Source: an optimization exercise on an open RTL-to-GDS flow (aim: small area, a short achievable clock period and few clock cycles per item). Production flows keep margins and buffers that such runs may drop.
Function was checked by simulation only, so behaviour that the tests miss may differ from the original.
No activity file was given, so power comes from the tool's default toggle rates.

## gfu
module gfu (
    input  wire        clk,
    input  wire        rst,
    input  wire        in_valid,
    output wire        in_ready,
    input  wire [3:0]  in_op,
    input  wire [7:0]  in_xtag,
    input  wire [63:0] in_x,
    input  wire [7:0]  in_ytag,
    input  wire [63:0] in_y,
    input  wire        in_ove,
    input  wire        in_dze,
    input  wire        in_trunc,
    input  wire        in_mix,
    output reg         out_valid,
    output wire [1:0]  out_kind,
    output wire [7:0]  out_tag,
    output wire [63:0] out_data,
    output wire [15:0] out_code
);
Size: roughly 250 I/O pins.
export LEC_CHECK = 0
export CAP_MARGIN = 20
export CORE_MARGIN = 2
export CORE_UTILIZATION = 45
export SETUP_SLACK_MARGIN = 3.5
export SLEW_MARGIN = 20
create_clock -name core_clock -period 8.0 [get_ports {clk}]
run.sh (not shown) runs the stock make flow with config.mk's settings and CLKGATE_MAP_FILE= SYNTH_SCRIPT=/design/flow/synth_recipe.tcl, a recipe that flattens the netlist after the stock synthesis.
Testbench counts at the start, summed over its fixed seeds: cycles 14,124, ops 4,800.
Next try:
--- a/flow/design.v
+++ b/flow/design.v
@@ -41,13 +41,12 @@
     reg [67:0] P;              
     reg        S;              
     reg        an, bn;         
     reg [6:0]  lx, ly;         
     reg [6:0]  cnt;            
     reg        corr;           
-    reg        ffin;           
     reg        o_tf, o_cmp;    
     reg [1:0]  o_cond;         
     reg        o_sm, o_lt, o_eq;
     reg        o_t3;           
     reg        o_z;            
     reg [1:0]  o_kind;
@@ -78,15 +77,13 @@
     assign out_data[63:2] = o_pay[63:2] | {62{o_cmp && o_lt}};
     assign out_data[1:0]  = o_tf  ? {!o_tv, o_tv}
                           : o_cmp ? {o_lt, o_lt || !o_eq}
                           : o_pay[1:0];
     wire dec    = busy && ph == P_DEC;
     wire m_last = busy && is_mul && ph == P_STEP && cnt == 7'd0;
-    wire d_qz   = busy && !is_mul && ph == P_PREP && dq[7];
-    wire d_ff   = busy && !is_mul && ph == P_STEP && !corr && cnt == 7'd0 && ffin;
-    wire fin    = (dec && !go_it) || (busy && ph == P_FIN) || m_last || d_qz || d_ff;
+    wire fin    = (dec && !go_it) || (busy && ph == P_FIN) || m_last;
     assign in_ready = !busy || fin;
     wire acc    = in_valid && in_ready;
     function is_reserved(input [7:0] t);
         if (t[7])
             is_reserved = (t[4:0] >= 5'h0A) && (t[4:0] <= 5'h0F);
         else
@@ -267,20 +264,12 @@
     always @(*) begin
         n_kind = K_RESULT;
         n_t3   = 1'b0;
         n_z    = 1'b0;
         n_code = 16'd0;
         if (ph == P_STEP) begin                 
-            if (!is_mul && Y[62] && ove) begin
-                n_kind = K_DISPATCH; n_z = 1'b1; n_code = {12'd1, op};
-            end
-        end else if (ph == P_PREP) begin        
-            if (op == GDIV && r_nz && !trunc) begin
-                n_kind = K_DISPATCH; n_z = 1'b1; n_code = 16'd3;
-            end else if (!is_rem)
-                n_z = 1'b1;
         end else if (ph == P_FIN) begin
             if (op == GDIV && r_nz && !trunc) begin
                 n_kind = K_DISPATCH; n_z = 1'b1; n_code = 16'd3;
             end else if (!is_rem && !(an ^ bn) && Y[63] && ove) begin
                 n_kind = K_DISPATCH; n_z = 1'b1; n_code = {12'd1, op};
             end
@@ -288,34 +277,31 @@
             n_t3   = d_t3;
             n_z    = d_z;
             n_kind = d_kind;
             n_code = d_code;
         end
     end
-    wire [65:0] mp_e   = {1'b0, sh_in, 1'b0};
-    wire [65:0] mp_sel = mp_e >> {mbl[5:1], 1'b0};
-    wire [2:0] bk_prep = booth(mp_sel[2:0]);
+    wire [2:0] bk_prep = booth(sh_out[63:61]);
     wire [2:0] bk_step = booth(Y[61:59]);
     wire       i_arith = !(in_op == GNEG || i_div);    
     always @(posedge clk) begin
         out_valid <= fin && !rst;
         if (fin) begin
             o_kind   <= n_kind;
             o_op     <= op;
-            o_ov     <= (ph == P_STEP && is_mul) ? (m_ovf && ove) : (dec && d_ovchk && a_ovf);
+            o_ov     <= (ph == P_STEP) ? (m_ovf && ove) : (dec && d_ovchk && a_ovf);
             o_t3     <= n_t3;
             o_z      <= n_z;
             o_tf     <= dec && d_src[D_TF];
             o_cmp    <= dec && d_src[D_CMP];
             o_cond   <= d_cond;
             o_sm     <= d_same;
             o_lt     <= lt;
             o_eq     <= (x == y);
             o_code   <= n_code;
-            P        <= (ph == P_STEP && !is_mul) ? {4'd0, Y[62:0], q_bit}
-                                                      : {4'd0, sum[63:0]};
+            P        <= {4'd0, sum[63:0]};
             o_tg     <= !dec ? 9'd0
                       : d_src[D_XT] ? {1'b0, xt}
                       : d_src[D_YT] ? {1'b1, yt}
                       : d_src[D_ZDIV] ? 9'd5 : 9'd0;
         end
         {c_ax, c_ap4, c_ap1, c_by, c_bx, c_bx2, c_bp, c_inv} <= 8'd0;
@@ -326,14 +312,12 @@
                     lx <= is_mul ? xbl : inc7(xbl, xms);
                     ly <= is_mul ? ybl : inc7(ybl, yms);
                     if (!is_mul) begin
                         P  <= {4'd0, sum[63:0]};
                         an <= x[63];
                         bn <= y[63];
-                        ffin <= (op == GQUO || (op == GDIV && trunc)) && (x[63] == y[63]);
-                        c_ax <= 1'b1;            
                     end
                     ph <= P_PREP;
                 end
             P_PREP: begin
                 if (is_mul) begin
                     Y <= sh_out[63:0];
@@ -371,13 +355,13 @@
                     P <= sum;
                     corr <= 1'b0;
                     c_by  <= !is_rem;
                     c_bp  <= is_rem;
                     c_inv <= is_rem ? an : (an ^ bn);
                 end else begin
-                    if (!d_ff) P <= sum;
+                    P <= sum;
                     Y <= {Y[62:0], q_bit};
                     if (cnt != 7'd0)
                         X <= {X[65], X[65:1]};
                     c_ap1 <= 1'b1;
                     c_bx  <= 1'b1;
                     c_inv <= q_bit ? !bn : bn;
The new run finished with timing, DRC and antenna clean.
Routed wire length fell by about 27%.
Worst setup slack is worse by 0.052 ns.
Synthesized cell count fell by about 17%.
Fmax fell by about 1.1%.
Count of clock-buffer cells in the layout fell by 4.
Total power fell by 28%.
Cell area fell by about 13%.
Global-route usage fell by 12 points.
Sequential cell count fell by 1.
First-iteration DRC count fell by about 36%.
Die area fell by 11%.
Critical path depth rose by 4.
Sequential share of layout area rose by 2.6 points.
Combinational power fell by about 40%.
Testbench counts after the change, summed over its fixed seeds: cycles 14,376, ops 4,800.

## re-timing with driven ports
The flow's constraints put no driver on any port. The routed layouts listed below were extracted and timed again, unchanged, in two steps. Step 1 (the two cells are an assumption about what drives the block):
set clk [get_ports {clk}]
set_driving_cell -lib_cell sky130_fd_sc_hd__clkbuf_16 $clk
set_driving_cell -lib_cell sky130_fd_sc_hd__buf_2 [delete_from_list [all_inputs] $clk]
Step 2 times the ports against the registers' clock, not the clock port: input delays grow and output delays shrink by t, the midpoint of the rising clock arrivals with the driver on. Slacks: ideal ports / drivers / drivers and shift; pairs: ideal ports / drivers.
| run | shift t [ns] | slack for setup (ns) | worst hold slack (ns) |
|---|---|---|---|
| the first run | 0.707 | 3.295 / 3.295 / 2.747 | 0.424 / 0.424 / 0.424 |
| the second run | 0.696 | 3.243 / 3.243 / 2.826 | 0.427 / 0.427 / 0.427 |
After both steps setup and hold are still met in every run listed. For the first run, which loses most, drivers alone change the setup slack by 0.000 ns; drivers and shift together by -0.548 ns.
